What follows belongs to an exercise in optimizing a design on an open flow for small area and a short achievable clock period; a production flow would make more cautious choices.
RTL that was checked went through simulation tests only; none was proved equivalent to the original.
No functional check of the RTL was part of runs 1, 3 and 4.
No activity file was given, so power comes from the tool's default toggle rates.

==> flow/design.v, too long to show whole: its modules and the start of the top module <==
// module ce_dalu: 268 lines
// module ce_dalu_mac: 910 lines
// module ce_dalu_add41: 120 lines
// module ce_dalu_add16: 99 lines
// module ce_dalu_inc16: 54 lines
// module ce_dalu_cmp16: 53 lines
module ce_dalu (
    input  wire        clk,
    input  wire        rst,          
    input  wire        ins_valid,    
    input  wire [31:0] ins,          
    input  wire [2:0]  rd_sel,       
    output wire [15:0] rd_data,
    output wire [39:0] acc,          
    output wire [4:0]  flags         
);
  // ...
==> flow/flow/run.sh <==
#!/bin/bash
# Standard layout, with these changes:
#  - synthesis: the standard synthesis script, sourcing a copy of ORFS's
#    synth.tcl whose only change is the ABC script (flow/abc.script);
#  - after synthesis, fapol.py removes inverters around full adders by
#    flipping adder polarities; the result is kept only if ABC proves it
#    equivalent to the synthesized netlist;
#  - plain buffers (not delay cells) on the ports;
#  - the resizer's timing repair asked for more setup slack than the
#    standard flow.
set -euo pipefail
W=$PWD
F=$W/flow
sed 's#^  log_cmd abc {\*}$abc_args$#  log_cmd abc -script '"$F"'/abc.script {*}[lrange $abc_args 2 end]#' \
    "$FLOW_HOME/scripts/synth.tcl" > "$W/synth_mine.tcl"
grep -q "abc.script" "$W/synth_mine.tcl"
sed 's#source $::env(SCRIPTS_DIR)/synth.tcl#source '"$W"'/synth_mine.tcl#' \
    "$W/synth_recipe.tcl" > "$W/synth_recipe_mine.tcl"
grep -q "synth_mine.tcl" "$W/synth_recipe_mine.tcl"
ARGS=(SYNTH_SCRIPT="$W/synth_recipe_mine.tcl"
      BUFFER_PORTS_ARGS="-buffer_cell sky130_fd_sc_hd__buf_2"
      SETUP_SLACK_MARGIN=10 TNS_END_PERCENT=0)
bash standard.sh "${ARGS[@]}" synth > make_synth.log 2>&1

# full-adder polarity clean-up, checked by ABC's combinational equivalence
R=$W/orfs/results/sky130hd/ce_dalu/base
LIB=$FLOW_HOME/platforms/sky130hd/lib/sky130_fd_sc_hd__tt_025C_1v80.lib
cp "$R/1_2_yosys.v" "$W/netlist_synth.v"
python3 "$F/fapol.py" "$W/netlist_synth.v" "$W/netlist_fapol.v" > fapol.log 2>&1
for n in synth fapol; do
  cat > "$W/blif_$n.ys" <<EOY
read_liberty -ignore_miss_func $LIB
read_verilog $W/netlist_$n.v
hierarchy -top ce_dalu
flatten
opt_clean
techmap
opt -fast
dfflegalize -cell \$_DFF_P_ x
write_blif $W/netlist_$n.blif
EOY
  yosys -q -s "$W/blif_$n.ys" > "yosys_blif_$n.log" 2>&1
done
yosys-abc -c "cec $W/netlist_synth.blif $W/netlist_fapol.blif" > cec.log 2>&1 || true
if grep -q "Networks are equivalent" cec.log; then
  cp "$W/netlist_fapol.v" "$R/1_2_yosys.v"
  echo "fapol netlist used" >> fapol.log
else
  echo "fapol netlist NOT used" >> fapol.log
fi
bash standard.sh "${ARGS[@]}" finish > make.log 2>&1
==> flow/flow/abc.script <==
&get -n
&st
&dch -f
&nf -a -K 6 -R 1000
&put
topo
stime -c
buffer -c
upsize -c
dnsize -c
==> flow/flow/fapol.py <==
#!/usr/bin/env python3
"""Full-adder polarity clean-up of a synthesized netlist.

A full adder is self-dual: FA(~a, ~b, ~c) = (~cout, ~sum).  Synthesis leaves
inverters between full adders (and between full adders and other logic)
wherever the polarity it picked for an adder does not match its neighbours.
This pass flips an adder (connects its inputs to the complemented nets and
complements its outputs) whenever that removes more inverters than it adds,
until no flip helps.  The function of the netlist is unchanged; registers and
all other cells are left as they are.

Usage: fapol.py in.v out.v
"""
import re
import sys
from collections import defaultdict

FA = re.compile(r"sky130_fd_sc_hd__fa_\d+$")
INV = re.compile(r"sky130_fd_sc_hd__(inv|clkinv)_\d+$")
INV_CELL = "sky130_fd_sc_hd__inv_1"


def main(src, dst):
    text = open(src).read()
    m = re.search(r"^module\s+\w+\s*\(.*?\);\n", text, re.S | re.M)
    head_end = m.end()
    end = text.rindex("endmodule")
    body = text[head_end:end]

    # split body into declarations and cell instances
    cell_re = re.compile(r"^  (sky130_fd_sc_hd__\w+)\s+(\S+)\s*\((.*?)\n  \);\n", re.S | re.M)
    decl_parts = []
    cells = {}
    order = []
    pos = 0
    for cm in cell_re.finditer(body):
        decl_parts.append(body[pos:cm.start()])
        pos = cm.end()
        typ, name, pinstxt = cm.group(1), cm.group(2), cm.group(3)
        pins = {}
        for pm in re.finditer(r"\.(\w+)\(([^()]*)\)", pinstxt):
            pins[pm.group(1)] = pm.group(2).strip()
        cells[name] = [typ, pins]
        order.append(name)
    decl_parts.append(body[pos:])
    decls = "".join(decl_parts)
    if re.search(r"^\s*assign\b", decls, re.M):
        # aliased nets: leave the netlist alone
        open(dst, "w").write(text)
        print("fapol: netlist has assign statements, unchanged")
        return

    outputs = {"X", "Y", "Q", "Q_N", "SUM", "COUT", "HI", "LO"}
    ports_out = set()
    for pm in re.finditer(r"^\s*output\s+(\[\d+:\d+\]\s*)?(\S+);", text[:head_end] + decls, re.M):
        rng, nm = pm.group(1), pm.group(2)
        if rng:
            hi, lo = map(int, re.findall(r"\d+", rng))
            for i in range(min(hi, lo), max(hi, lo) + 1):
                ports_out.add(f"{nm}[{i}]")
        else:
            ports_out.add(nm)

    driver = {}
    loads = defaultdict(set)

    def rebuild():
        driver.clear()
        loads.clear()
        for name, (typ, pins) in cells.items():
            for p, n in pins.items():
                if not n:
                    continue
                if p in outputs:
                    driver[n] = (name, p)
                else:
                    loads[n].add((name, p))

    rebuild()

    def is_inv(name):
        return INV.match(cells[name][0]) is not None

    def inv_of(n):
        """An inverter whose input is net n, if any."""
        for (c, p) in loads[n]:
            if is_inv(c) and p == "A":
                return c
        return None

    newid = [0]

    def new_net():
        newid[0] += 1
        return f"fapol_n{newid[0]}"

    def new_inv(a):
        newid[0] += 1
        name = f"fapol_i{newid[0]}"
        y = new_net()
        cells[name] = [INV_CELL, {"A": a, "Y": y}]
        order.append(name)
        driver[y] = (name, "Y")
        loads[a].add((name, "A"))
        return y

    def remove_cell(name):
        typ, pins = cells.pop(name)
        for p, n in pins.items():
            if p in outputs:
                driver.pop(n, None)
            else:
                loads[n].discard((name, p))

    def connect(cell, pin, net):
        old = cells[cell][1][pin]
        loads[old].discard((cell, pin))
        cells[cell][1][pin] = net
        loads[net].add((cell, pin))

    def flip_gain(f):
        pins = cells[f][1]
        gain = 0
        for p in ("A", "B", "CIN"):
            n = pins[p]
            d = driver.get(n)
            if d and is_inv(d[0]):
                if len(loads[n]) == 1 and n not in ports_out:
                    gain += 1
            elif inv_of(n) is None:
                gain -= 1
        for q in ("COUT", "SUM"):
            o = pins[q]
            invs = [c for (c, p) in loads[o] if is_inv(c) and p == "A"]
            others = [x for x in loads[o] if not (is_inv(x[0]) and x[1] == "A")]
            if o in ports_out:
                others.append(("<port>", ""))
            gain += len(invs)
            if others:
                gain -= 1
        return gain

    def flip(f):
        pins = cells[f][1]
        # inputs
        for p in ("A", "B", "CIN"):
            n = pins[p]
            d = driver.get(n)
            if d and is_inv(d[0]):
                src = cells[d[0]][1]["A"]
                connect(f, p, src)
                if not loads[n] and n not in ports_out:
                    remove_cell(d[0])
            else:
                i = inv_of(n)
                y = cells[i][1]["Y"] if i else new_inv(n)
                connect(f, p, y)
        # outputs: the adder now drives the complement of o
        for q in ("COUT", "SUM"):
            o = pins[q]
            invs = [c for (c, p) in list(loads[o]) if is_inv(c) and p == "A"]
            others = [x for x in loads[o] if not (is_inv(x[0]) and x[1] == "A")]
            is_port = o in ports_out
            if not invs and not others and not is_port:
                continue
            nn = new_net()
            driver.pop(o, None)
            pins[q] = nn
            driver[nn] = (f, q)
            # loads that wanted ~o take the adder's output directly
            for c in invs:
                y = cells[c][1]["Y"]
                for (lc, lp) in list(loads[y]):
                    connect(lc, lp, nn)
                if y in ports_out:
                    # keep the port net: regenerate it from nn
                    loads[o].discard((c, "A"))
                    cells[c] = ["sky130_fd_sc_hd__buf_1", {"A": nn, "X": y}]
                    loads[nn].add((c, "A"))
                    driver[y] = (c, "X")
                    continue
                remove_cell(c)
            # loads that want o get an inverter of the adder's output
            if others or is_port:
                name = f"fapol_i{newid[0] + 1}"
                newid[0] += 1
                cells[name] = [INV_CELL, {"A": nn, "Y": o}]
                order.append(name)
                driver[o] = (name, "Y")
                loads[nn].add((name, "A"))

    fas = [c for c in order if FA.match(cells[c][0])]
    ninv0 = sum(1 for c in cells if is_inv(c))
    changed = True
    rounds = 0
    nflip = 0
    while changed and rounds < 50:
        changed = False
        rounds += 1
        for f in fas:
            if flip_gain(f) > 0:
                flip(f)
                nflip += 1
                changed = True
    ninv1 = sum(1 for c in cells if is_inv(c))

    # emit
    used = set()
    for name in order:
        if name in cells:
            for n in cells[name][1].values():
                used.add(n)

    def fmt(n):
        return n + " " if n.startswith("\\") else n

    out = [text[:head_end], decls.rstrip("\n") + "\n"]
    for i in range(1, newid[0] + 1):
        if f"fapol_n{i}" in used:
            out.append(f"  wire fapol_n{i};\n")
    for name in order:
        if name not in cells:
            continue
        typ, pins = cells[name]
        pl = ",\n".join(f"    .{p}({fmt(n)})" for p, n in pins.items())
        out.append(f"  {typ} {fmt(name)} (\n{pl}\n  );\n")
    out.append(text[end:])
    open(dst, "w").write("".join(out))
    print(f"fapol: {len(fas)} full adders, {nflip} flips, inverters {ninv0} -> {ninv1}")


if __name__ == "__main__":
    main(sys.argv[1], sys.argv[2])
==> flow/standard.sh <==
#!/bin/bash
# synth_recipe.tcl (not shown) runs the flow's synth.tcl, then flattens the netlist and writes it again
# the make line also repeats each setting of config.mk as NAME=value (left out here)
make -C /OpenROAD-flow-scripts/flow DESIGN_CONFIG=/design/flow/config.mk WORK_HOME=/design/flow/orfs CLKGATE_MAP_FILE= SYNTH_SCRIPT=/design/flow/synth_recipe.tcl "${@:-finish}"
==> flow/config.mk <==
export PLATFORM = sky130hd
export DESIGN_NAME = ce_dalu
export DESIGN_NICKNAME = ce_dalu
export VERILOG_FILES = /design/flow/design.v
export SDC_FILE = /design/flow/constraint.sdc
export NUM_CORES = 8
export LEC_CHECK = 0
export ABC_AREA = 1
export CAP_MARGIN = 20
export CORE_MARGIN = 2
export CORE_UTILIZATION = 45
export CTS_BUF_LIST = sky130_fd_sc_hd__clkbuf_8
export CTS_CLUSTER_DIAMETER = 60
export CTS_CLUSTER_SIZE = 15
export SLEW_MARGIN = 20
==> flow/constraint.sdc <==
create_clock -name core_clock -period 20.0 [get_ports {clk}]
set_input_delay 4.0000 -clock core_clock [delete_from_list [all_inputs] [get_ports {clk}]]
set_output_delay 4.0000 -clock core_clock [all_outputs]
set_load 0.01 [all_outputs]
==> flow_summary_export.csv, run 1 <==
group,metric,value,unit
routing,first_pass_iters,13,
clock_network,cts_max_path_buffers,3,
place,dpl.cell_count,3858,
power,clk-power,0.294,mW
routing,m1WireLength,48000,um
routing,antenna_left,0,
power,leakagePower,11.5,nW
floorplanning,die_area,0.0598,mm2
power,p_sw,2.02,mW
place,place.gp.congestion,1.10,
routing,drc,0,
clock_network,cts_sinks,210,
clock_network,clockRootBuffer,"clkbuf_8",
routing,wl_per_cell,32.8,um
outcome,status,"finished clean",
place,port_buffers,98,
synth,syn_nets,3437,
timing,hold_viol_final,0,
synth,netlist_area,0.0260,mm2
routing,wl_met3,14700,um
floorplanning,core_area,0.0575,mm2
power,clockPowerShare,8.2,%
synth,syn_avg_cell_area,8.34,um2
layout,largestRegisters,"cs_s: 41 flops, cs_c: 34 flops",
setup_path,rrSetupSlack,9860,ps
layout,drive_gt1_share,15.6,%
setup_path,critPathBufInv,3,
floorplanning,initial_core_util,45.3,%
==> module ce_dalu, before the edit <==
module ce_dalu (
    input  wire        clk,
    input  wire        rst,          
    input  wire        ins_valid,    
    input  wire [31:0] ins,          
    input  wire [2:0]  rd_sel,       
    output wire [15:0] rd_data,
    output wire [39:0] acc,          
    output wire [4:0]  flags         
);
    localparam [5:0] OP_LDI  = 6'h07, OP_MOV  = 6'h08, OP_MTS  = 6'h09;
    localparam [5:0] OP_MPY  = 6'h10, OP_MAC  = 6'h11, OP_MSU  = 6'h12;
    localparam [5:0] OP_MPYI = 6'h13, OP_MACI = 6'h14, OP_CLRA = 6'h15;
    localparam [5:0] OP_LDA  = 6'h16, OP_ADDA = 6'h17, OP_SUBA = 6'h18;
    localparam [5:0] OP_RND  = 6'h19, OP_SHRA = 6'h1A, OP_SHLA = 6'h1B;
    localparam [5:0] OP_ADD  = 6'h20, OP_SUB  = 6'h21, OP_ADDI = 6'h22;
    localparam [5:0] OP_AND  = 6'h23, OP_OR   = 6'h24, OP_XOR  = 6'h25;
    localparam [5:0] OP_SHL  = 6'h26, OP_SHR  = 6'h27, OP_CMP  = 6'h28;
    localparam [5:0] OP_CMPI = 6'h29, OP_MIN  = 6'h2A, OP_MAX  = 6'h2B;
    localparam [5:0] OP_LIM  = 6'h2C, OP_NEG  = 6'h2D, OP_ABS  = 6'h2E;
    reg [15:0] d0, d1, d2, d3, d4, d5, d6, d7;
    reg [40:0] cs_s, cs_c;                         
    reg        f_n, f_z, f_v, f_c, f_sat;
    reg        f_na, f_za, f_va;                   
    wire [40:0] acc_x;                             
    wire        acc_co;
    wire [40:0] acc_p, acc_g;
    ce_dalu_add41 u_accadd (.a(cs_s), .b(cs_c), .s(acc_x), .p(acc_p), .g(acc_g), .co(acc_co));
    wire [39:0] acc_r = acc_x[39:0];
    function [15:0] rdmux;
        input [2:0] s;
        input [15:0] r0, r1, r2, r3, r4, r5, r6, r7;
        begin
            rdmux = ({16{s == 3'd0}} & r0) | ({16{s == 3'd1}} & r1) |
                    ({16{s == 3'd2}} & r2) | ({16{s == 3'd3}} & r3) |
                    ({16{s == 3'd4}} & r4) | ({16{s == 3'd5}} & r5) |
                    ({16{s == 3'd6}} & r6) | ({16{s == 3'd7}} & r7);
        end
    endfunction
    wire [5:0]  op   = ins[31:26];
    wire [2:0]  fd   = ins[25:23];
    wire [2:0]  fa   = ins[22:20];
    wire [2:0]  fb   = ins[19:17];
    wire        s_r  = ins[16];
    wire        s_i  = ins[19];
    wire [15:0] imm  = ins[15:0];
    wire [15:0] da = rdmux(fa, d0, d1, d2, d3, d4, d5, d6, d7);
    wire [15:0] db = rdmux(fb, d0, d1, d2, d3, d4, d5, d6, d7);
    wire [15:0] dd = rdmux(fd, d0, d1, d2, d3, d4, d5, d6, d7);
    assign rd_data = rdmux(rd_sel, d0, d1, d2, d3, d4, d5, d6, d7);
    assign acc     = acc_r;
    assign flags   = {f_sat, f_c,
                      f_va ? (acc_x[40] ^ acc_x[39]) : f_v,
                      f_za ? (acc_r == 40'd0) : f_z,
                      f_na ? acc_r[39] : f_n};
    wire ex = ins_valid & ~rst;
    wire i_ldi  = (op == OP_LDI) & ~rst;
    wire i_mov  = (op == OP_MOV) & ~rst;
    wire i_mts  = (op == OP_MTS) & (ins[22:17] == 6'd24) & ~rst;
    wire i_mpy  = (op == OP_MPY) & ~rst;
    wire i_mac  = (op == OP_MAC) & ~rst;
    wire i_msu  = (op == OP_MSU) & ~rst;
    wire i_mpyi = (op == OP_MPYI) & ~rst;
    wire i_maci = (op == OP_MACI) & ~rst;
    wire i_clra = (op == OP_CLRA) & ~rst;
    wire i_lda  = (op == OP_LDA) & ~rst;
    wire i_adda = (op == OP_ADDA) & ~rst;
    wire i_suba = (op == OP_SUBA) & ~rst;
    wire i_rnd  = (op == OP_RND) & ~rst;
    wire i_shra = (op == OP_SHRA) & ~rst;
    wire i_shla = (op == OP_SHLA) & ~rst;
    wire i_add  = (op == OP_ADD) & ~rst;
    wire i_sub  = (op == OP_SUB) & ~rst;
    wire i_addi = (op == OP_ADDI) & ~rst;
    wire i_and  = (op == OP_AND) & ~rst;
    wire i_or   = (op == OP_OR) & ~rst;
    wire i_xor  = (op == OP_XOR) & ~rst;
    wire i_shl  = (op == OP_SHL) & ~rst;
    wire i_shr  = (op == OP_SHR) & ~rst;
    wire i_cmp  = (op == OP_CMP) & ~rst;
    wire i_cmpi = (op == OP_CMPI) & ~rst;
    wire i_min  = (op == OP_MIN) & ~rst;
    wire i_max  = (op == OP_MAX) & ~rst;
    wire i_lim  = (op == OP_LIM) & ~rst;
    wire i_neg  = (op == OP_NEG) & ~rst;
    wire i_abs  = (op == OP_ABS) & ~rst;
    wire g_mul = i_mpy | i_mac | i_msu | i_mpyi | i_maci;
    wire g_hi  = i_lda | i_adda | i_suba;
    wire g_acc = i_mpy | i_mac | i_msu | i_mpyi | i_maci | i_lda | i_adda | i_suba | i_clra;
    wire u_acc = i_mac | i_msu | i_maci | i_adda | i_suba;
    wire m_sub = i_msu | i_suba;
    wire m_x2  = i_mpy | i_mac | i_msu | g_hi;
    wire [16:0] mx = m_x2 ? {da, 1'b0} : {da[15], da};
    reg [7:0] b_one, b_two, b_neg;
    integer k;
    reg     b2, b1, b0;
    always @(*) begin
        for (k = 0; k < 8; k = k + 1) begin
            b2 = db[2*k+1];
            b1 = db[2*k];
            b0 = (k == 0) ? 1'b0 : db[2*k-1];
            b_one[k] = g_mul & (b1 ^ b0);
            b_two[k] = (g_mul & ((b2 & ~b1 & ~b0) | (~b2 & b1 & b0))) | (g_hi & (k == 7));
            b_neg[k] = (g_mul & (b2 ^ m_sub)) | (g_hi & (k == 7) & m_sub);
        end
    end
    function [39:0] rev40;
        input [39:0] x;
        integer j;
        begin
            for (j = 0; j < 40; j = j + 1) rev40[j] = x[39-j];
        end
    endfunction
    function [15:0] rev16;
        input [15:0] x;
        integer j;
        begin
            for (j = 0; j < 16; j = j + 1) rev16[j] = x[15-j];
        end
    endfunction
    wire        over39 = imm[5] & (imm[4] | imm[3]);
    wire [5:0]  amt_a  = over39 ? 6'd39 : imm[5:0];
    wire        sh_acc = i_shra | i_shla;
    wire [5:0]  sh_amt = sh_acc ? amt_a : {2'b00, imm[3:0]};
    wire [39:0] acc_rv = rev40(acc_r);
    wire [39:0] sh_in;
    assign sh_in[23:0]  = i_shla ? acc_rv[23:0] : i_shl ? {24{da[15]}} : acc_r[23:0];
    assign sh_in[39:24] = i_shla ? acc_rv[39:24] :
                          i_shr  ? da :
                          i_shl  ? rev16(da) : acc_r[39:24];
    wire        sh_fill = i_shra ? acc_r[39] : (i_shr & ~imm[4] & da[15]);
    wire [39:0] sh_1   = sh_amt[0] ? {sh_fill, sh_in[39:1]} : sh_in;
    wire [39:0] sh_2   = sh_amt[1] ? {{2{sh_fill}}, sh_1[39:2]} : sh_1;
    wire [39:0] sh_3   = sh_amt[2] ? {{4{sh_fill}}, sh_2[39:4]} : sh_2;
    wire [39:0] sh_4   = sh_amt[3] ? {{8{sh_fill}}, sh_3[39:8]} : sh_3;
    wire [39:0] sh_5   = sh_amt[4] ? {{16{sh_fill}}, sh_4[39:16]} : sh_4;
    wire [39:0] sh_out = sh_amt[5] ? {{32{sh_fill}}, sh_5[39:32]} : sh_5;
    wire [39:0] acc_shf = i_shla ? rev40(sh_out) : sh_out;
    wire [40:0] a_op = ({41{u_acc}} & {acc_r[39], acc_r}) |
                       ({41{sh_acc}} & {acc_shf[39], acc_shf});
    wire [40:0] t_s, t_c;
    ce_dalu_mac u_mac (.x(mx), .one(b_one), .two(b_two), .neg(b_neg),
                       .a(a_op), .s0(t_s), .s1(t_c));
    reg  [39:0] ga;
    integer q;
    always @(*) begin
        ga[39] = 1'b0;
        for (q = 38; q >= 0; q = q - 1)
            ga[q] = ga[q+1] | (acc_r[q] ^ acc_r[39]);
    end
    wire shla_v = ga[6'd39 - amt_a];
    wire        shl_ovf = ~((&sh_out[24:9]) | ~(|sh_out[24:9]));
    wire [15:0] shl_raw = rev16(sh_out[39:24]);
    wire [15:0] r_shl   = (shl_ovf & s_i) ? {da[15], {15{~da[15]}}} : shl_raw;
    wire [15:0] r_shr   = sh_out[39:24];
    wire [15:0] rnd_v;
    wire [15:0] rnd_p, rnd_g;
    wire        rnd_co;
    ce_dalu_inc16 u_rnd (.a(acc_r[31:16]), .b(16'd0), .ci(acc_r[15]),
                         .s(rnd_v), .p(rnd_p), .g(rnd_g), .co(rnd_co));
    wire        r_ones  = &acc_r[30:15];
    wire        rnd_hi  = ~acc_r[39] & ((|acc_r[38:31]) | r_ones);
    wire        rnd_lo  =  acc_r[39] & ~(&acc_r[38:31]) &
                          ~((&acc_r[38:32]) & ~acc_r[31] & r_ones);
    wire        rnd_sat = s_r & (rnd_hi | rnd_lo);
    wire [15:0] r_rnd   = rnd_sat ? {rnd_lo, {15{rnd_hi}}} : rnd_v;
    wire a_zero = i_neg | i_abs | i_ldi;
    wire a_imm  = i_addi | i_cmpi | i_ldi;
    wire a_inv  = i_sub | i_cmp | i_cmpi | i_neg | i_min | i_max | i_lim;
    wire a_cin  = a_inv | (i_abs & da[15]);
    wire [15:0] al  = a_zero ? 16'd0 : da;
    wire [15:0] ar0 = a_imm ? imm :
                      i_abs ? (da ^ {16{da[15]}}) :
                      i_neg ? da : db;
    wire [15:0] ar  = ar0 ^ {16{a_inv}};
    wire [15:0] asum, a_p, a_g;
    wire        a_c16;
    ce_dalu_add16 u_alu (.a(al), .b(ar), .ci(a_cin), .s(asum), .p(a_p), .g(a_g), .co(a_c16));
    wire        a_x16 = al[15] ^ ar[15] ^ a_c16;           
    wire        a_ovf = a_x16 ^ asum[15];
    wire        a_s   = (i_addi ? s_i : s_r) & ~(i_cmp | i_cmpi);
    wire [15:0] r_add = (a_ovf & a_s) ? {a_x16, {15{~a_x16}}} : asum;
    wire [15:0] a_k   = al | ar;
    wire        a_z   = &(~(a_p ^ {a_k[14:0], a_cin}));
    wire        z_add = a_z & ~(a_s & al[15] & ar[15]);
    wire        c_alu = (i_add | i_addi) ? a_c16 : ~a_c16;
    wire [15:0] c1_s, c1_p, c1_g, c2_s, c2_p, c2_g;
    wire        c1_co, c2_co;
    ce_dalu_cmp16 u_cmp1 (.a({~dd[15], dd[14:0]}), .b({da[15], ~da[14:0]}), .ci(1'b1),
                          .s(c1_s), .p(c1_p), .g(c1_g), .co(c1_co));
    ce_dalu_cmp16 u_cmp2 (.a({~db[15], db[14:0]}), .b({dd[15], ~dd[14:0]}), .ci(1'b1),
                          .s(c2_s), .p(c2_p), .g(c2_g), .co(c2_co));
    wire lt_ab = a_x16;                                     
    wire lt_da = ~c1_co;                                    
    wire gt_db = ~c2_co;                                    
    wire gt_ab = ~lt_ab & (asum != 16'd0);                  
    wire sel_a = i_mov | (i_min & lt_ab) | (i_max & ~lt_ab) | (i_lim & ~gt_ab & lt_da);
    wire sel_b = (i_min & ~lt_ab) | (i_max & lt_ab) | (i_lim & (gt_ab | (~lt_da & gt_db)));
    wire sel_d = i_lim & ~gt_ab & ~lt_da & ~gt_db;
    wire g_add = i_add | i_sub | i_addi | i_cmp | i_cmpi | i_neg | i_abs;
    wire [15:0] wd_m = ({16{sel_a}} & da) | ({16{sel_b}} & db) | ({16{sel_d}} & dd);
    wire [15:0] wd_x = ({16{i_rnd}} & r_rnd) |
                       ({16{i_and | i_or}} & a_g) |
                       ({16{i_or | i_xor}} & a_p) |
                       ({16{i_shl}} & r_shl) |
                       ({16{i_shr}} & r_shr);
    wire [15:0] wd   = ({16{g_add | i_ldi}} & r_add) | wd_m | wd_x;
    wire za = (da == 16'd0), zb = (db == 16'd0), zd = (dd == 16'd0);
    wire sa = da[15], sb = db[15], sd = dd[15];
    wire z_min = (za & ~sb) | (zb & ~sa);
    wire z_max = (za & (sb | zb)) | (zb & (sa | za));
    wire z_clp = (sa | za) & ~sb & (zd | (za & sd) | (zb & ~sd & ~zd));
    wire z_lim = gt_ab ? zb : z_clp;
    wire n_lim = sb | (~gt_ab & sa & sd);
    wire        wd_z = (g_add & z_add) | (i_min & z_min) | (i_max & z_max) | (i_lim & z_lim) |
                       ((i_rnd | i_and | i_or | i_xor | i_shl | i_shr) & (wd_x == 16'd0));
    wire        wd_n = (i_min & (sa | sb)) | (i_max & (sa & sb)) | (i_lim & n_lim) |
                       (~(i_min | i_max | i_lim) & wd[15]);
    wire wr_d = i_ldi | i_mov | i_rnd | i_add | i_sub | i_addi | i_and | i_or |
                i_xor | i_shl | i_shr | i_min | i_max | i_lim | i_neg | i_abs;
    wire [15:0] wdat = wd;
    wire        we   = ex & wr_d;
    always @(posedge clk) begin
        if (rst | (we & (fd == 3'd0))) d0 <= wdat;
        if (rst | (we & (fd == 3'd1))) d1 <= wdat;
        if (rst | (we & (fd == 3'd2))) d2 <= wdat;
        if (rst | (we & (fd == 3'd3))) d3 <= wdat;
        if (rst | (we & (fd == 3'd4))) d4 <= wdat;
        if (rst | (we & (fd == 3'd5))) d5 <= wdat;
        if (rst | (we & (fd == 3'd6))) d6 <= wdat;
        if (rst | (we & (fd == 3'd7))) d7 <= wdat;
    end
    always @(posedge clk) begin
        if (rst | (ex & (g_acc | sh_acc))) begin
            cs_s <= t_s;
            cs_c <= t_c;
        end
    end
    wire g_nz16 = i_rnd | g_add | i_and | i_or | i_xor | i_shl | i_shr |
                  i_min | i_max | i_lim;
    wire v_upd16 = g_add | i_and | i_or | i_xor | i_shl | i_shr;
    wire v16 = (g_add & a_ovf) | (i_shl & shl_ovf);
    wire sat16 = (g_add & a_ovf & a_s) | (i_shl & shl_ovf & s_i) | (i_rnd & rnd_sat);
    wire c16 = (i_add | i_addi | i_sub | i_cmp | i_cmpi) & c_alu;
    always @(posedge clk) begin
        if (rst) begin
            f_n <= 1'b0; f_z <= 1'b0; f_v <= 1'b0; f_c <= 1'b0; f_sat <= 1'b0;
            f_na <= 1'b0; f_za <= 1'b0; f_va <= 1'b0;
        end else if (ex) begin
            if (i_mts) begin
                f_n <= dd[0]; f_z <= dd[1]; f_v <= dd[2]; f_c <= dd[3]; f_sat <= dd[4];
                f_na <= 1'b0; f_za <= 1'b0; f_va <= 1'b0;
            end else if (g_acc) begin
                f_na <= 1'b1; f_za <= 1'b1; f_va <= 1'b1; f_c <= 1'b0;
            end else if (sh_acc) begin
                f_na <= 1'b1; f_za <= 1'b1; f_va <= 1'b0; f_c <= 1'b0;
                f_v <= i_shla & shla_v;
            end else if (g_nz16) begin
                f_n <= wd_n; f_z <= wd_z; f_c <= c16;
                f_na <= 1'b0; f_za <= 1'b0;
                if (v_upd16) begin
                    f_v <= v16; f_va <= 1'b0;
                end
                if (sat16) f_sat <= 1'b1;
            end
        end
    end
endmodule
==> run 2, diff against run 1 <==
--- a/flow/design.v
+++ b/flow/design.v
@@ -205,17 +205,10 @@
                        ({16{i_shl}} & r_shl) |
                        ({16{i_shr}} & r_shr);
     wire [15:0] wd   = ({16{g_add | i_ldi}} & r_add) | wd_m | wd_x;
-    wire za = (da == 16'd0), zb = (db == 16'd0), zd = (dd == 16'd0);
-    wire sa = da[15], sb = db[15], sd = dd[15];
-    wire z_min = (za & ~sb) | (zb & ~sa);
-    wire z_max = (za & (sb | zb)) | (zb & (sa | za));
-    wire z_clp = (sa | za) & ~sb & (zd | (za & sd) | (zb & ~sd & ~zd));
-    wire z_lim = gt_ab ? zb : z_clp;
-    wire n_lim = sb | (~gt_ab & sa & sd);
-    wire        wd_z = (g_add & z_add) | (i_min & z_min) | (i_max & z_max) | (i_lim & z_lim) |
+    wire        z_m  = (sel_a & (da == 16'd0)) | (sel_b & (db == 16'd0)) |
+                       (sel_d & (dd == 16'd0));
+    wire        wd_z = (g_add & z_add) | ((i_min | i_max | i_lim) & z_m) |
                        ((i_rnd | i_and | i_or | i_xor | i_shl | i_shr) & (wd_x == 16'd0));
-    wire        wd_n = (i_min & (sa | sb)) | (i_max & (sa & sb)) | (i_lim & n_lim) |
-                       (~(i_min | i_max | i_lim) & wd[15]);
     wire wr_d = i_ldi | i_mov | i_rnd | i_add | i_sub | i_addi | i_and | i_or |
                 i_xor | i_shl | i_shr | i_min | i_max | i_lim | i_neg | i_abs;
     wire [15:0] wdat = wd;
@@ -256,7 +249,7 @@
                 f_na <= 1'b1; f_za <= 1'b1; f_va <= 1'b0; f_c <= 1'b0;
                 f_v <= i_shla & shla_v;
             end else if (g_nz16) begin
-                f_n <= wd_n; f_z <= wd_z; f_c <= c16;
+                f_n <= wd[15]; f_z <= wd_z; f_c <= c16;
                 f_na <= 1'b0; f_za <= 1'b0;
                 if (v_upd16) begin
                     f_v <= v16; f_va <= 1'b0;
--- a/flow/flow/run.sh
+++ b/flow/flow/run.sh
@@ -1,7 +1,7 @@
 #!/bin/bash
 # Standard layout, with these changes:
 #  - synthesis: the standard synthesis script, sourcing a copy of ORFS's
-#    synth.tcl whose only change is the ABC script (flow/abc.script);
+#    synth.tcl whose only change is the ABC step (see below);
 #  - after synthesis, fapol.py removes inverters around full adders by
 #    flipping adder polarities; the result is kept only if ABC proves it
 #    equivalent to the synthesized netlist;
@@ -11,15 +11,21 @@
 set -euo pipefail
 W=$PWD
 F=$W/flow
-sed 's#^  log_cmd abc {\*}$abc_args$#  log_cmd abc -script '"$F"'/abc.script {*}[lrange $abc_args 2 end]#' \
+# the ALU adder is kept apart until the end of synthesis (as
+# SYNTH_KEEP_MODULES does), left out of full-adder extraction and mapped
+# for delay (flow/abc_fast.script); the rest is mapped with flow/abc.script
+FAST="ce_dalu_add16"
+sed 's#^  log_cmd abc {\*}$abc_args$#  log_cmd abc -script '"$F"'/abc.script {*}[lrange $abc_args 2 end] '"$FAST"' %% %n\n  log_cmd abc -script '"$F"'/abc_fast.script {*}[lrange $abc_args 2 end] '"$FAST"'#' \
     "$FLOW_HOME/scripts/synth.tcl" > "$W/synth_mine.tcl"
-grep -q "abc.script" "$W/synth_mine.tcl"
+sed -i 's#^  extract_fa {\*}\[dont_use_extract_fa_args\]$#  extract_fa {*}[dont_use_extract_fa_args] '"$FAST"' %% %n#' "$W/synth_mine.tcl"
+grep -q "abc_fast.script" "$W/synth_mine.tcl"
+grep -q "extract_fa .*%n" "$W/synth_mine.tcl"
 sed 's#source $::env(SCRIPTS_DIR)/synth.tcl#source '"$W"'/synth_mine.tcl#' \
     "$W/synth_recipe.tcl" > "$W/synth_recipe_mine.tcl"
 grep -q "synth_mine.tcl" "$W/synth_recipe_mine.tcl"
-ARGS=(SYNTH_SCRIPT="$W/synth_recipe_mine.tcl"
+ARGS=(SYNTH_SCRIPT="$W/synth_recipe_mine.tcl" SYNTH_KEEP_MODULES="$FAST"
       BUFFER_PORTS_ARGS="-buffer_cell sky130_fd_sc_hd__buf_2"
-      SETUP_SLACK_MARGIN=10 TNS_END_PERCENT=0)
+      SETUP_SLACK_MARGIN=10 TNS_END_PERCENT=100)
 bash standard.sh "${ARGS[@]}" synth > make_synth.log 2>&1
 
 # full-adder polarity clean-up, checked by ABC's combinational equivalence
==> flow/flow/abc.script (replaced) <==
strash
dch -f
map -D 3000
topo
stime -c
buffer -c
upsize -c -D 3000
dnsize -c -D 3000
==> flow/flow/abc_fast.script (new file) <==
strash
dch -f
map -D 500
topo
stime -c
buffer -c
upsize -c -D 500
dnsize -c -D 500
==> run 2 against run 1 <==
Effect of this change:
- non-clock buffer count down 43
- final area rose by 3.4%
- register-to-register slack better by 1400 ps
- synthesized area rose by 5.8%
- sequential share of layout area fell by 0.70 points
- combinational power shrank 44%
- largest power group unchanged
==> flow_summary_export.csv, run 2 <==
group,metric,value,unit
setup_path,critPathCaptureType,"primary output",
min_path,min_path_type,"register to register",
place,port_buffers,98,
layout,ff_latch_area,0.00624,mm2
layout,drive_gt1_share,14.8,%
clock_network,cts_sinks,210,
floorplanning,placement_rows,90,
setup_path,arrival,5910,ps
routing,vias_per_cell,6.62,
layout,multi_input_area,0.0194,mm2
place,placed_cell_area,0.0291,mm2
power,clockPowerShare,15.7,%
synth,syn_avg_cell_area,7.63,um2
timing,fin_crit_sh,49.5,%
routing,m1WireLength,49600,um
timing,hold_viol_final,0,
synth,syn_nets,3888,
layout,top_register,"cs_s",
place,place.gp.congestion,1.07,
power,internal-power,1.11,mW
timing,grt_setup_unrepaired,"no",
floorplanning,io_pins,99,
setup_path,criticalPathCategory,"input pin to primary output",
routing,drtIter0Drc,4251,
setup_path,path_max_fanout,16,
place,dp.final_hpwl,94200,um
routing,drc,0,
global_route,grt_overflow_total,0,
layout,stdcell_area,0.0304,mm2
min_path,hold_start,"f_n$_SDFFE_PP0P_",
layout,area_growth,10.3,%
floorplanning,core_area,0.0605,mm2
routing,routed_wl,127000,um
min_path,min_to,"f_n$_SDFFE_PP0P_",
setup_path,reg2reg_from,"cs_s[0]$_DFFE_PP_",
power,power_density,76.9,mW/mm2
clock_network,tritoncts,"built",
routing,vias,29500,
layout,final_common_cell,"nand2_1",
layout,largestRegisters,"cs_s: 41 flops, cs_c: 34 flops",
timing,tightestPinTransition,1160,ps
clock_network,cts_buffers,26,
clock_network,clkLatencyLatePin,700,ps
setup_path,critPathMaxStageDelay,870,ps
routing,wl_met2,53300,um
synth,yosysWarnings,1,
flow_run,drv_cap,0,
global_route,grt_use_total,39.2,%
setup_path,crit_top_cell,"buf_2",
clock_network,cts_max_level,1,
routing,antenna_left,0,
floorplanning,die_area,0.0632,mm2
clock_network,clockRootBuffer,"clkbuf_8",
global_route,grt_pass1_vias,27300,
power,swShare,52.4,%
setup_path,rrSetupSlack,11260,ps
global_route,grt_pass1_wl,184000,um
power,comb_power_share,59.5,%
power,ir_drop,0.0601,mV
setup_path,r2r-end,"f_v$_SDFFE_PP0P_",
setup_path,r2r_cells,51,
layout,largest_register_ffs,41,
power,p_seq_share,24.7,%
setup_path,cp_slowest_cell,"nor3_4",
power,p_sw,1.22,mW
layout,fillers,6016,
floorplanning,initial_core_util,45.5,%
setup_path,worst_setup_path_start_kind,"input pin",
floorplanning,chipHeight,251,um
timing,finalMaxSlewViolations,0,
layout,fin_nets,3931,
routing,wl_met3,15800,um
outcome,status,"finished clean",
clock_network,clk_pin_slew_worst_paths,90,ps
setup_path,critPathBufInv,3,
setup_path,worst_path_dominant_cell_family,"simple AND/OR/NAND/NOR gates",
routing,wl_per_cell,28.5,um
setup_path,required,16000,ps
timing,fmax,101,MHz
power,leakagePower,13.0,nW
min_path,hold_depth,2,
global_route,antenna_found_initial,3,
global_route,grt_max_degree,86,
routing,first_pass_iters,9,
layout,layout_common_cells,"nand2_1, inv_1, nor2_1",
synth,netlist_area,0.0275,mm2
timing,skew,103,ps
clock_network,cts_max_path_buffers,3,
timing,relSlewSlack,22.1,%
setup_path,path_cells,"buf_2, inv_1, nor3_4, a221oi_1, nand3_1, buf_2",
routing,routed.top_layer,"met5",
floorplanning,die_w,251,um
synth,syn_inst,3606,
timing,setup_viol_count_final,0,
timing,fin_crit,9910,ps
timing,fin_setup_tns,0,ps
==> run 2: worst max-delay path by stage <==
stage,start,end,cells past startpoint
floorplan,rd_sel[2],rd_data[0],9
global placement,rst,d1[3]$_DFFE_PP_,23
detailed placement,ins[20],d1[3]$_DFFE_PP_,24
CTS,cs_s[0]$_DFFE_PP_,flags[1],32
global route,ins[28],f_z$_SDFFE_PP0P_,29
finish,rd_sel[2],rd_data[9],6
==> run 2: worst reg2reg max path: cells and delay by family (launching register included) <==
| family | cells | cell delay, ps |
|---|---|---|
| and+or+nand+nor | 21 | 3210 |
| AOI/OAI and AO/OA | 17 | 3360 |
| buffers and inverters | 9 | 1010 |
| xor gates and xnor gates | 1 | 150 |
| DFF | 1 | 340 |
| adders and majority gates | 3 | 630 |
==> run 2: per-layer routing <==
metal / vias up / global-route usage (%)
li1: 12900 / -
met1: 13900 / 53.3
met2: 2180 / 58.4
met3: 511 / 8.36
met4: 2 / 20.6
met5: - / 0
==> run 2: cell type report <==
| class | instances | area share [%] |
|---|---|---|
| inverter | 425 | 5.41 |
| timing repair buffer | 224 | 5.02 |
| clock inverter | 20 | 0.750 |
| sequential | 210 | 20.5 |
| tap | 782 | 3.22 |
| antenna | 3 | 0.0247 |
| clock buffer | 28 | 1.27 |
| multi-input combinational | 2762 | 63.8 |
==> run 2: power by group through the flow <==
stage / registers [mW] / clock network, mW / logic (mW)
6_report: 0.576 / 0.367 / 1.39
4_1_cts: 0.574 / 0.373 / 1.29
3_5_place_dp: 0.584 / 0 / 1.28
2_1_floorplan: 0.573 / 0 / 0.794
3_3_place_gp: 0.585 / 0 / 1.28
5_1_grt: 0.581 / 0.387 / 1.47
==> run 2: repair_timing <==
item / in CTS / in global routing
hold buffers: 0 / 0
pin swaps: 2 / 9
cloned: 0 / 2
gates resized for setup: 20 / 60
setup endpoints to repair: 136 / 155
hold endpoints to repair: 0 / 0
buffers inserted: 4 / 23
==> run 2: stage by stage <==
step,power (mW),hold slack (ps),worst slack (ps),std cells,util (%)
floorplan,1.37,445,10580,3606,-
global placement,1.87,492,8790,4374,48.1
detailed placement,1.87,489,8810,4374,48.1
CTS,2.24,503,9810,4426,49.3
global route,2.43,527,9950,4453,50.2
finish,2.33,501,10090,4454,50.2
==> run 3, diff against run 2 <==
--- a/flow/design.v
+++ b/flow/design.v
@@ -205,10 +205,17 @@
                        ({16{i_shl}} & r_shl) |
                        ({16{i_shr}} & r_shr);
     wire [15:0] wd   = ({16{g_add | i_ldi}} & r_add) | wd_m | wd_x;
-    wire        z_m  = (sel_a & (da == 16'd0)) | (sel_b & (db == 16'd0)) |
-                       (sel_d & (dd == 16'd0));
-    wire        wd_z = (g_add & z_add) | ((i_min | i_max | i_lim) & z_m) |
+    wire za = (da == 16'd0), zb = (db == 16'd0), zd = (dd == 16'd0);
+    wire sa = da[15], sb = db[15], sd = dd[15];
+    wire z_min = (za & ~sb) | (zb & ~sa);
+    wire z_max = (za & (sb | zb)) | (zb & (sa | za));
+    wire z_clp = (sa | za) & ~sb & (zd | (za & sd) | (zb & ~sd & ~zd));
+    wire z_lim = gt_ab ? zb : z_clp;
+    wire n_lim = sb | (~gt_ab & sa & sd);
+    wire        wd_z = (g_add & z_add) | (i_min & z_min) | (i_max & z_max) | (i_lim & z_lim) |
                        ((i_rnd | i_and | i_or | i_xor | i_shl | i_shr) & (wd_x == 16'd0));
+    wire        wd_n = (i_min & (sa | sb)) | (i_max & (sa & sb)) | (i_lim & n_lim) |
+                       (~(i_min | i_max | i_lim) & wd[15]);
     wire wr_d = i_ldi | i_mov | i_rnd | i_add | i_sub | i_addi | i_and | i_or |
                 i_xor | i_shl | i_shr | i_min | i_max | i_lim | i_neg | i_abs;
     wire [15:0] wdat = wd;
@@ -249,7 +256,7 @@
                 f_na <= 1'b1; f_za <= 1'b1; f_va <= 1'b0; f_c <= 1'b0;
                 f_v <= i_shla & shla_v;
             end else if (g_nz16) begin
-                f_n <= wd[15]; f_z <= wd_z; f_c <= c16;
+                f_n <= wd_n; f_z <= wd_z; f_c <= c16;
                 f_na <= 1'b0; f_za <= 1'b0;
                 if (v_upd16) begin
                     f_v <= v16; f_va <= 1'b0;
==> flow/flow/run.sh (replaced) <==
#!/bin/bash
# Standard layout, with these changes:
#  - synthesis: the standard synthesis script, sourcing a copy of ORFS's
#    synth.tcl whose only change is the ABC script (flow/abc.script);
#  - after synthesis, fapol2.py picks a polarity for every full adder so
#    that the netlist needs fewer inverters; the result is kept only if ABC
#    proves it equivalent to the synthesized netlist;
#  - plain buffers (not delay cells) on the ports;
#  - the resizer's timing repair asked for more setup slack than the
#    standard flow.
set -euo pipefail
W=$PWD
F=$W/flow
sed 's#^  log_cmd abc {\*}$abc_args$#  log_cmd abc -script '"$F"'/abc.script {*}[lrange $abc_args 2 end]#' \
    "$FLOW_HOME/scripts/synth.tcl" > "$W/synth_mine.tcl"
grep -q "abc.script" "$W/synth_mine.tcl"
sed 's#source $::env(SCRIPTS_DIR)/synth.tcl#source '"$W"'/synth_mine.tcl#' \
    "$W/synth_recipe.tcl" > "$W/synth_recipe_mine.tcl"
grep -q "synth_mine.tcl" "$W/synth_recipe_mine.tcl"
ARGS=(SYNTH_SCRIPT="$W/synth_recipe_mine.tcl"
      BUFFER_PORTS_ARGS="-buffer_cell sky130_fd_sc_hd__buf_2"
      SETUP_SLACK_MARGIN=10 TNS_END_PERCENT=0)
bash standard.sh "${ARGS[@]}" synth > make_synth.log 2>&1

# full-adder polarity clean-up, checked by ABC's combinational equivalence
R=$W/orfs/results/sky130hd/ce_dalu/base
LIB=$FLOW_HOME/platforms/sky130hd/lib/sky130_fd_sc_hd__tt_025C_1v80.lib
cp "$R/1_2_yosys.v" "$W/netlist_synth.v"
python3 "$F/fapol2.py" "$W/netlist_synth.v" "$W/netlist_fapol.v" > fapol.log 2>&1
for n in synth fapol; do
  cat > "$W/blif_$n.ys" <<EOY
read_liberty -ignore_miss_func $LIB
read_verilog $W/netlist_$n.v
hierarchy -top ce_dalu
flatten
opt_clean
techmap
opt -fast
dfflegalize -cell \$_DFF_P_ x
write_blif $W/netlist_$n.blif
EOY
  yosys -q -s "$W/blif_$n.ys" > "yosys_blif_$n.log" 2>&1
done
yosys-abc -c "cec $W/netlist_synth.blif $W/netlist_fapol.blif" > cec.log 2>&1 || true
if grep -q "Networks are equivalent" cec.log; then
  cp "$W/netlist_fapol.v" "$R/1_2_yosys.v"
  echo "fapol netlist used" >> fapol.log
else
  echo "fapol netlist NOT used" >> fapol.log
fi
bash standard.sh "${ARGS[@]}" finish > make.log 2>&1
==> flow/flow/abc.script (replaced) <==
&get -n
&st
&dch -f
&nf -a -K 6 -R 1000
&put
topo
stime -c
buffer -c
upsize -c
dnsize -c
==> flow/flow/fapol2.py (new file) <==
#!/usr/bin/env python3
"""Full-adder polarity optimisation of a synthesized netlist.

A full adder is self-dual: FA(~a, ~b, ~c) = (~cout, ~sum).  Each full adder
may therefore work in true or in complemented polarity.  This pass picks a
polarity for every adder so that as few inverters as possible are needed
(one inverter per signal that some reader needs in the polarity opposite to
the one it is produced in), then rebuilds the inverters of the netlist
accordingly.  The function of the netlist is unchanged; registers and all
cells other than inverters and full adders' connections are left as they are.

Usage: fapol2.py in.v out.v [seed]
"""
import random
import re
import sys
from collections import defaultdict

FA = re.compile(r"sky130_fd_sc_hd__fa_\d+$")
INV = re.compile(r"sky130_fd_sc_hd__(inv|clkinv)_\d+$")
INV_CELL = "sky130_fd_sc_hd__inv_1"
OUTPUTS = {"X", "Y", "Q", "Q_N", "SUM", "COUT", "HI", "LO"}


def main(src, dst, seed=1):
    text = open(src).read()
    m = re.search(r"^module\s+\w+\s*\(.*?\);\n", text, re.S | re.M)
    head_end = m.end()
    end = text.rindex("endmodule")
    body = text[head_end:end]
    cell_re = re.compile(r"^  (sky130_fd_sc_hd__\w+)\s+(\S+)\s*\((.*?)\n  \);\n", re.S | re.M)
    decl_parts, cells, order = [], {}, []
    pos = 0
    for cm in cell_re.finditer(body):
        decl_parts.append(body[pos:cm.start()])
        pos = cm.end()
        pins = {pm.group(1): pm.group(2).strip()
                for pm in re.finditer(r"\.(\w+)\(([^()]*)\)", cm.group(3))}
        cells[cm.group(2)] = [cm.group(1), pins]
        order.append(cm.group(2))
    decl_parts.append(body[pos:])
    decls = "".join(decl_parts)
    if re.search(r"^\s*assign\b", decls, re.M):
        open(dst, "w").write(text)
        print("fapol2: netlist has assign statements, unchanged")
        return

    ports_out = set()
    for pm in re.finditer(r"^\s*output\s+(\[\d+:\d+\]\s*)?(\S+);", text[:head_end] + decls, re.M):
        rng, nm = pm.group(1), pm.group(2)
        if rng:
            hi, lo = map(int, re.findall(r"\d+", rng))
            ports_out.update(f"{nm}[{i}]" for i in range(min(hi, lo), max(hi, lo) + 1))
        else:
            ports_out.add(nm)

    driver = {}
    for name, (typ, pins) in cells.items():
        for p, n in pins.items():
            if p in OUTPUTS:
                driver[n] = (name, p)

    # inverters that can be rebuilt: not driving a port
    def rebuildable(c):
        typ, pins = cells[c]
        return INV.match(typ) is not None and pins["Y"] not in ports_out

    invs = {c for c in cells if rebuildable(c)}
    inv_in = {c: cells[c][1]["A"] for c in invs}
    ninv0 = sum(1 for c in cells if INV.match(cells[c][0]))

    def root(n):
        par = 0
        seen = 0
        while True:
            d = driver.get(n)
            if d is None or d[0] not in invs:
                return n, par
            n = inv_in[d[0]]
            par ^= 1
            seen += 1
            if seen > 1000:
                raise RuntimeError("inverter loop")

    fas = [c for c in order if FA.match(cells[c][0])]
    fa_idx = {f: i for i, f in enumerate(fas)}
    # producer of each root: FA index or None
    prod = {}
    for f in fas:
        for q in ("COUT", "SUM"):
            prod[cells[f][1][q]] = fa_idx[f]
    # demands: root -> list of (pol, fa index or None)
    dem = defaultdict(list)
    for name, (typ, pins) in cells.items():
        if name in invs:
            continue
        for p, n in pins.items():
            if p in OUTPUTS or not n:
                continue
            r, par = root(n)
            dem[r].append((par, fa_idx.get(name) if FA.match(typ) else None))
    for n in ports_out:
        if n in driver:
            r, par = root(n)
            dem[r].append((par, None))

    fixed = set()
    for f in fas:
        pins = cells[f][1]
        for q in ("COUT", "SUM"):
            if pins[q] in ports_out:
                fixed.add(fa_idx[f])
        for p in ("A", "B", "CIN"):
            if "'" in pins[p]:
                fixed.add(fa_idx[f])

    roots_of_fa = [set() for _ in fas]
    for r, lst in dem.items():
        if r in prod:
            roots_of_fa[prod[r]].add(r)
        for pol, fi in lst:
            if fi is not None:
                roots_of_fa[fi].add(r)
    for f in fas:
        for q in ("COUT", "SUM"):
            roots_of_fa[fa_idx[f]].add(cells[f][1][q])

    x = [0] * len(fas)

    def cost(r):
        P = x[prod[r]] if r in prod else 0
        for pol, fi in dem.get(r, ()):
            d = pol ^ (x[fi] if fi is not None else 0)
            if d != P:
                return 1
        return 0

    total = sum(cost(r) for r in dem)
    cost0 = total
    best, bestx = total, list(x)
    rnd = random.Random(seed)
    free = [i for i in range(len(fas)) if i not in fixed]
    T = 0.6
    for it in range(400):
        rnd.shuffle(free)
        for i in free:
            rs = roots_of_fa[i]
            before = sum(cost(r) for r in rs)
            x[i] ^= 1
            after = sum(cost(r) for r in rs)
            delta = after - before
            if delta <= 0 or rnd.random() < T ** delta * 0.05:
                total += delta
                if total < best:
                    best, bestx = total, list(x)
            else:
                x[i] ^= 1
        T *= 0.99
    x = bestx

    # rebuild: drop the rebuildable inverters, flip the chosen adders, and
    # add one inverter per root needed in the opposite polarity
    for c in invs:
        del cells[c]
    order = [c for c in order if c in cells]
    newid = [0]
    inv_net = {}

    def P_of(r):
        return x[prod[r]] if r in prod else 0

    def net_for(r, d):
        if d == P_of(r):
            return r
        if r not in inv_net:
            newid[0] += 1
            nm = f"fapol_n{newid[0]}"
            cells[f"fapol_i{newid[0]}"] = [INV_CELL, {"A": r, "Y": nm}]
            order.append(f"fapol_i{newid[0]}")
            inv_net[r] = nm
        return inv_net[r]

    for name in list(order):
        typ, pins = cells[name]
        if name.startswith("fapol_i"):
            continue
        fi = fa_idx.get(name) if FA.match(typ) else None
        for p, n in list(pins.items()):
            if p in OUTPUTS or not n:
                continue
            r, par = root(n)
            d = par ^ (x[fi] if fi is not None else 0)
            pins[p] = net_for(r, d)
    # ports driven through rebuilt inverters need a driver of their own
    for n in sorted(ports_out):
        d0 = driver.get(n)
        if d0 is None or d0[0] in cells:
            continue
        r, par = root(n)
        src = net_for(r, par)
        newid[0] += 1
        cells[f"fapol_b{newid[0]}"] = ["sky130_fd_sc_hd__buf_1", {"A": src, "X": n}]
        order.append(f"fapol_b{newid[0]}")

    ninv1 = sum(1 for c in cells if INV.match(cells[c][0]))

    used = set()
    for name in order:
        for n in cells[name][1].values():
            used.add(n)

    def fmt(n):
        return n + " " if n.startswith("\\") else n

    out = [text[:head_end], decls.rstrip("\n") + "\n"]
    for i in range(1, newid[0] + 1):
        if f"fapol_n{i}" in used:
            out.append(f"  wire fapol_n{i};\n")
    for name in order:
        typ, pins = cells[name]
        pl = ",\n".join(f"    .{p}({fmt(n)})" for p, n in pins.items())
        out.append(f"  {typ} {fmt(name)} (\n{pl}\n  );\n")
    out.append(text[end:])
    open(dst, "w").write("".join(out))
    print(f"fapol2: {len(fas)} full adders, {sum(x)} flipped, "
          f"inverters {ninv0} -> {ninv1} (model cost {cost0} -> {best})")


if __name__ == "__main__":
    main(sys.argv[1], sys.argv[2], int(sys.argv[3]) if len(sys.argv) > 3 else 1)
removed: flow/flow/abc_fast.script
removed: flow/flow/fapol.py
==> run 3 against run 2 <==
Effect of this change:
- clock power down 14%
- final cell count down 12%
- global-route usage up 1.7 points
- critical path depth up 30
- die area down 5.7%
- sequential share of layout area up 1.1 points
- synthesized cell count down 14%
- critical path type is now input pin to register
- sequential power up 37%
- combinational power up 65%
==> flow_summary_export.csv, run 3 <==
group,metric,value,unit
outcome,status,"finished clean",
floorplanning,initial_core_util,45.2,%
synth,netlist_area,0.0259,mm2
timing,fin_setup_tns,0,ps
setup_path,crit_top_cell,"nor2_1",
floorplanning,chipHeight,244,um
setup_path,critPathMaxStageDelay,390,ps
layout,fin_nets,3462,
place,port_buffers,98,
power,p_sw,1.90,mW
global_route,grt_use_total,40.9,%
power,internal-power,1.50,mW
clock_network,clockRootBuffer,"clkbuf_8",
global_route,antenna_found_initial,6,
timing,fin_crit,10420,ps
setup_path,cp_slowest_cell,"nor4_1",
power,swShare,55.8,%
routing,routed_wl,125000,um
global_route,grt_overflow_total,0,
power,leakagePower,11.5,nW
setup_path,required,20550,ps
power,comb_power_share,67.6,%
layout,largest_register_ffs,41,
routing,vias,27500,
power,power_density,118,mW/mm2
setup_path,worst_path_dominant_cell_family,"compound AO/OA/AOI/OAI gates",
place,dp.final_hpwl,92100,um
clock_network,tritoncts,"built",
timing,hold_viol_final,0,
clock_network,cts_buffers,23,
setup_path,arrival,10970,ps
timing,fin_crit_sh,52.1,%
timing,skew,43.7,ps
power,p_seq_share,23.1,%
min_path,min_path_type,"register to register",
floorplanning,io_pins,99,
layout,top_register,"cs_s",
routing,vias_per_cell,7.00,
routing,wl_per_cell,31.8,um
clock_network,cts_sinks,210,
place,dp_slack,7850,ps
floorplanning,core_area,0.0574,mm2
setup_path,critPathCaptureType,"register",
layout,layout_common_cells,"nand2_1, a21oi_1, nor2_1",
global_route,grt_pass1_vias,25900,
routing,antenna_left,0,
timing,fmax,96.0,MHz
routing,drtIter0Drc,4753,
timing,setup_slack,9580,ps
layout,drive_gt1_share,13.6,%
floorplanning,die_w,244,um
layout,fillers,5461,
layout,area_growth,11.1,%
clock_network,clkLatencyLatePin,640,ps
clock_network,cts_max_path_buffers,3,
power,ir_drop,0.0718,mV
place,place.gp.congestion,1.04,
synth,syn_nets,3416,
power,clockPowerShare,9.3,%
synth,yosysWarnings,1,
layout,final_common_cell,"nand2_1",
min_path,hold_start,"f_v$_SDFFE_PP0P_",
clock_network,cts_max_level,1,
setup_path,path_max_fanout,16,
routing,drc,0,
synth,syn_avg_cell_area,8.37,um2
timing,finalMaxSlewViolations,0,
timing,tightestPinTransition,1220,ps
global_route,grt_max_degree,76,
timing,setup_viol_count_final,0,
routing,first_pass_iters,14,
timing,grt_setup_unrepaired,"yes",
clock_network,clk_pin_slew_worst_paths,90,ps
setup_path,cp-startpoint,"ins[20]",
setup_path,worst_setup_path_start_kind,"input pin",
setup_path,reg2reg_from,"cs_s[0]$_DFFE_PP_",
global_route,grt_pass1_wl,180000,um
clock_network,holdBufCountCts,0,
setup_path,critPathBufInv,3,
floorplanning,die_area,0.0596,mm2
flow_run,drv_cap,0,
synth,syn_inst,3101,
floorplanning,placement_rows,88,
setup_path,criticalPathCategory,"input pin to register",
layout,largestRegisters,"cs_s: 41 flops, cs_c: 34 flops",
timing,relSlewSlack,17.6,%
## run 3: cell type report
type	count	area, um2	share of cell area [%]
clock inverter	14	159	0.551
multi-input combinational	2477	18700	65.0
sequential	210	6240	21.6
inverter	198	751	2.60
timing repair buffer	237	1660	5.77
antenna	4	10.0	0.0347
tap	765	957	3.32
clock buffer	23	317	1.10
## run 3: final timing paths
path                       to  slack [ps]  cells past startpoint
max          f_z$_SDFFE_PP0P_        9580                     36
min          f_v$_SDFFE_PP0P_         500                      2
max reg2reg  f_z$_SDFFE_PP0P_        9980                     52
min reg2reg  f_v$_SDFFE_PP0P_         500                      2
## run 3: what timing repair did
action | 4_1_cts | 5_1_grt
cloned | 4 | 0
buffers inserted | 35 | 6
setup endpoints to repair | 147 | 139
hold endpoints to repair | 0 | 0
pin swaps | 36 | 19
gates resized for setup | 74 | 36
## run 3: layer usage
metal / wire length (um) / up-vias / global-route usage, %
li1: - / 11600 / -
met1: 46500 / 13200 / 52.4
met2: 53900 / 2100 / 62.9
met3: 15400 / 533 / 9.95
met4: 9170 / 6 / 23.6
met5: 41 / - / 0
## run 3: power groups by stage
stage / clock (mW) / sequential, mW / combinational (mW)
after floorplan: 0 / 0.736 / 1.24
after global placement: 0 / 0.783 / 2.04
after detailed placement: 0 / 0.784 / 2.06
after CTS: 0.318 / 0.776 / 2.18
after global routing: 0.335 / 0.794 / 2.40
final: 0.315 / 0.787 / 2.30
## run 3: worst register-to-register path: cells and delay by family (launching register included)
kind	cells	cell delay, ps
AO/OA/AOI/OAI	21	4230
XOR/XNOR	1	190
adder cells (fa/ha/maj)	3	720
buffers and inverters	4	510
flip-flops	1	380
multiplexers	2	390
AND/OR/NAND/NOR	21	3510
## run 3: metrics by stage
step | area [um2] | total power, mW | hold WS, ps | cells | util [%]
2_1_floorplan | 26000 | 1.98 | 442 | 3101 | -
3_3_place_gp | 27400 | 2.83 | 470 | 3842 | 47.8
3_5_place_dp | 27400 | 2.85 | 482 | 3842 | 47.8
4_1_cts | 28600 | 3.27 | 493 | 3918 | 49.9
5_1_grt | 28800 | 3.53 | 520 | 3925 | 50.2
6_report | 28800 | 3.40 | 496 | 3928 | 50.2
==> run 4, diff against run 3 <==
--- a/flow/design.v
+++ b/flow/design.v
@@ -84,10 +84,10 @@
     wire i_lim  = (op == OP_LIM) & ~rst;
     wire i_neg  = (op == OP_NEG) & ~rst;
     wire i_abs  = (op == OP_ABS) & ~rst;
-    wire g_mul = i_mpy | i_mac | i_msu | i_mpyi | i_maci;
-    wire g_hi  = i_lda | i_adda | i_suba;
+    wire g_mul = (i_mpy | i_mac | i_msu | i_mpyi | i_maci) & ins_valid;
+    wire g_hi  = (i_lda | i_adda | i_suba) & ins_valid;
     wire g_acc = i_mpy | i_mac | i_msu | i_mpyi | i_maci | i_lda | i_adda | i_suba | i_clra;
-    wire u_acc = i_mac | i_msu | i_maci | i_adda | i_suba;
+    wire u_acc = (i_mac | i_msu | i_maci | i_adda | i_suba) & ins_valid;
     wire m_sub = i_msu | i_suba;
     wire m_x2  = i_mpy | i_mac | i_msu | g_hi;
     wire [16:0] mx = m_x2 ? {da, 1'b0} : {da[15], da};
@@ -136,8 +136,11 @@
     wire [39:0] sh_5   = sh_amt[4] ? {{16{sh_fill}}, sh_4[39:16]} : sh_4;
     wire [39:0] sh_out = sh_amt[5] ? {{32{sh_fill}}, sh_5[39:32]} : sh_5;
     wire [39:0] acc_shf = i_shla ? rev40(sh_out) : sh_out;
+    wire        a_sh   = sh_acc & ins_valid;
+    wire        a_keep = ~rst & ~(ins_valid & (g_acc | sh_acc));
     wire [40:0] a_op = ({41{u_acc}} & {acc_r[39], acc_r}) |
-                       ({41{sh_acc}} & {acc_shf[39], acc_shf});
+                       ({41{a_sh}} & {acc_shf[39], acc_shf}) |
+                       ({41{a_keep}} & acc_x);
     wire [40:0] t_s, t_c;
     ce_dalu_mac u_mac (.x(mx), .one(b_one), .two(b_two), .neg(b_neg),
                        .a(a_op), .s0(t_s), .s1(t_c));
@@ -205,17 +208,10 @@
                        ({16{i_shl}} & r_shl) |
                        ({16{i_shr}} & r_shr);
     wire [15:0] wd   = ({16{g_add | i_ldi}} & r_add) | wd_m | wd_x;
-    wire za = (da == 16'd0), zb = (db == 16'd0), zd = (dd == 16'd0);
-    wire sa = da[15], sb = db[15], sd = dd[15];
-    wire z_min = (za & ~sb) | (zb & ~sa);
-    wire z_max = (za & (sb | zb)) | (zb & (sa | za));
-    wire z_clp = (sa | za) & ~sb & (zd | (za & sd) | (zb & ~sd & ~zd));
-    wire z_lim = gt_ab ? zb : z_clp;
-    wire n_lim = sb | (~gt_ab & sa & sd);
-    wire        wd_z = (g_add & z_add) | (i_min & z_min) | (i_max & z_max) | (i_lim & z_lim) |
+    wire        z_m  = (sel_a & (da == 16'd0)) | (sel_b & (db == 16'd0)) |
+                       (sel_d & (dd == 16'd0));
+    wire        wd_z = (g_add & z_add) | ((i_min | i_max | i_lim) & z_m) |
                        ((i_rnd | i_and | i_or | i_xor | i_shl | i_shr) & (wd_x == 16'd0));
-    wire        wd_n = (i_min & (sa | sb)) | (i_max & (sa & sb)) | (i_lim & n_lim) |
-                       (~(i_min | i_max | i_lim) & wd[15]);
     wire wr_d = i_ldi | i_mov | i_rnd | i_add | i_sub | i_addi | i_and | i_or |
                 i_xor | i_shl | i_shr | i_min | i_max | i_lim | i_neg | i_abs;
     wire [15:0] wdat = wd;
@@ -231,10 +227,8 @@
         if (rst | (we & (fd == 3'd7))) d7 <= wdat;
     end
     always @(posedge clk) begin
-        if (rst | (ex & (g_acc | sh_acc))) begin
-            cs_s <= t_s;
-            cs_c <= t_c;
-        end
+        cs_s <= t_s;
+        cs_c <= t_c;
     end
     wire g_nz16 = i_rnd | g_add | i_and | i_or | i_xor | i_shl | i_shr |
                   i_min | i_max | i_lim;
@@ -256,7 +250,7 @@
                 f_na <= 1'b1; f_za <= 1'b1; f_va <= 1'b0; f_c <= 1'b0;
                 f_v <= i_shla & shla_v;
             end else if (g_nz16) begin
-                f_n <= wd_n; f_z <= wd_z; f_c <= c16;
+                f_n <= wd[15]; f_z <= wd_z; f_c <= c16;
                 f_na <= 1'b0; f_za <= 1'b0;
                 if (v_upd16) begin
                     f_v <= v16; f_va <= 1'b0;
==> run 4 against run 3 <==
Effect of this change:
- hold slack got worse by 25 ps
- count of clock-buffer cells in the layout unchanged
- synthesized area shrank 3.4%
- register-to-register slack improved by 340 ps
- synthesized cell count up 0.26%
- total power increased by 20%
- clock skew up 18 ps
- still clean on timing, DRC and antenna
- critical path type is now register to primary output
- clock power rose by 4%
- utilization is 1.6 points higher
- global-route usage is 1.2 points higher
- non-clock buffer count rose by 32
==> flow_summary_export.csv, run 4 <==
group,metric,value,unit
clock_network,clkLatencyLatePin,660,ps
layout,postLayoutCoreUtil,51.9,%
clock_network,clockRootBuffer,"clkbuf_8",
floorplanning,chipHeight,240,um
power,p_seq_share,19.2,%
min_path,min_path_type,"register to register",
layout,largestRegisters,"cs_s: 41 flops, cs_c: 34 flops",
routing,vias,27700,
timing,hold_viol_final,0,
clock_network,cts_max_level,1,
floorplanning,die_area,0.0576,mm2
timing,fin_setup_tns,0,ps
clock_network,tritoncts,"built",
clock_network,cts_buffers,23,
clock_network,holdBufCountCts,0,
routing,first_pass_iters,10,
setup_path,reg2reg_from,"cs_s[0]$_DFF_P_",
power,p_sw,2.36,mW
global_route,antenna_found_initial,1,
floorplanning,placement_rows,86,
power,clockPowerShare,8.0,%
timing,setup_slack,9860,ps
routing,drc,0,
clock_network,cts_sinks,210,
timing,fmax,98.6,MHz
outcome,status,"finished clean",
synth,netlist_area,0.0251,mm2
place,dp.final_hpwl,90300,um
layout,fillers,5282,
timing,setup_viol_count_final,0,
global_route,grt_max_degree,85,
setup_path,path_max_fanout,7,
timing,fin_crit_sh,50.7,%
floorplanning,die_w,240,um
layout,stdcell_area,0.0286,mm2
layout,area_growth,13.9,%
place,placed_cell_area,0.0267,mm2
synth,yosysWarnings,1,
setup_path,arrival,6140,ps
synth,syn_inst,3109,
power,power_density,143,mW/mm2
floorplanning,core_area,0.0551,mm2
setup_path,required,16000,ps
layout,top_register,"cs_s",
layout,layout_common_cells,"nand2_1, nor2_1, a21oi_1",
timing,tightestPinTransition,1220,ps
clock_network,cts_max_path_buffers,3,
power,power,4.09,mW
global_route,grt_use_total,42.1,%
routing,vias_per_cell,7.03,
layout,drive_gt1_share,15.6,%
routing,wl_per_cell,31.7,um
place,port_buffers,98,
setup_path,cp-startpoint,"cs_s[0]$_DFF_P_",
synth,syn_avg_cell_area,8.06,um2
timing,grt_setup_unrepaired,"yes",
floorplanning,initial_core_util,45.5,%
synth,syn_nets,3424,
power,swShare,57.7,%
flow_run,drv_cap,0,
timing,fin_crit,10140,ps
routing,drtIter0Drc,5066,
place,dp_slack,7650,ps
power,leakagePower,11.7,nW
power,comb_power_share,72.7,%
layout,largest_register_ffs,41,
timing,finalMaxSlewViolations,0,
power,ir_drop,0.0975,mV
min_path,hold_start,"f_z$_SDFFE_PP0P_",
clock_network,clk_pin_slew_worst_paths,90,ps
setup_path,critPathCaptureType,"primary output",
setup_path,criticalPathCategory,"register to primary output",
global_route,grt_overflow_total,0,
timing,skew,61.8,ps
floorplanning,io_pins,99,
global_route,grt_pass1_vias,26000,
layout,final_common_cell,"nand2_1",
routing,antenna_left,0,
layout,fin_nets,3487,
power,internal-power,1.73,mW
setup_path,worst_setup_path_start_kind,"register",
routing,routed_wl,125000,um
timing,relSlewSlack,18.8,%
global_route,grt_pass1_wl,177000,um
place,place.gp.congestion,1.08,
## run 4: cell type report
cell class	count	area [um2]	area share [%]
inverters	194	757	2.65
multi-input cells	2474	18900	66.3
clock buffers	23	317	1.11
well taps	748	936	3.28
clock inverters	18	195	0.683
diodes	1	2.50	0.00876
repair buffers	269	1930	6.75
flip-flops and latches	210	5490	19.2
## run 4: power by group through the flow
stage | combinational (mW) | sequential (mW) | clock, mW
after floorplan | 1.51 | 0.729 | 0
after global placement | 2.58 | 0.781 | 0
after detailed placement | 2.60 | 0.780 | 0
after CTS | 2.74 | 0.773 | 0.333
after global routing | 3.07 | 0.794 | 0.347
final | 2.97 | 0.785 | 0.329
## run 4: worst max-delay path: stages, from the launching register on
cell and delay [ps]:
dfxtp_2 340, ha_4 160, fa_2 350, inv_2 70
o21ai_2 60, a21o_1 200, a21oi_2 150, o21bai_1 90
a21oi_2 160, nor2_1 70, a211oi_2 270, o21ai_2 90
and3_4 180, a31o_4 250, and3_4 190, a31oi_4 230
nor2_4 70, a31oi_4 310, o21a_1 210, fa_1 290
xor2_4 380, inv_1 240, nor3_2 150, nand4_1 120
nor4_2 270, nand4_1 210, o21ai_1 170, buf_2 170
## run 4: timing repair
item                                    CTS  global route
pin swaps                                26            35
buffers inserted                         42            16
endpoints found under the setup margin  149           136
gates resized for setup                  96            83
gates cloned                              3             1
## run 4: metrics by stage
step,instances,hold WS [ps]
2_1_floorplan,3109,432
3_3_place_gp,3831,462
3_5_place_dp,3832,458
4_1_cts,3918,469
5_1_grt,3936,502
6_report,3937,471
## run 4: routing by layer
layer / share of wire, % / GRT usage, %
met4: 6.8 / 23.0
met1: 38 / 55.8
met5: 0.0096 / 0
met2: 41 / 62.3
met3: 13 / 11.2
## run 4: path summary, 6_finish.rpt
check / cells after the start / slack [ps] / end
worst max-delay path: 27 / 9860 / flags[1]
worst max register to register: 47 / 10320 / f_z$_SDFFE_PP0P_
worst min register to register: 2 / 470 / f_z$_SDFFE_PP0P_
worst min-delay path: 2 / 470 / f_z$_SDFFE_PP0P_

Re-timed with assumed drivers on the ports (clkbuf_16 on the clock, buf_2 on other inputs), run 4 has 9.805 ns of setup slack against 9.861 ns with ideal ports, and 9.242 ns once port delays also move by the mid clock arrival of 0.680 ns.
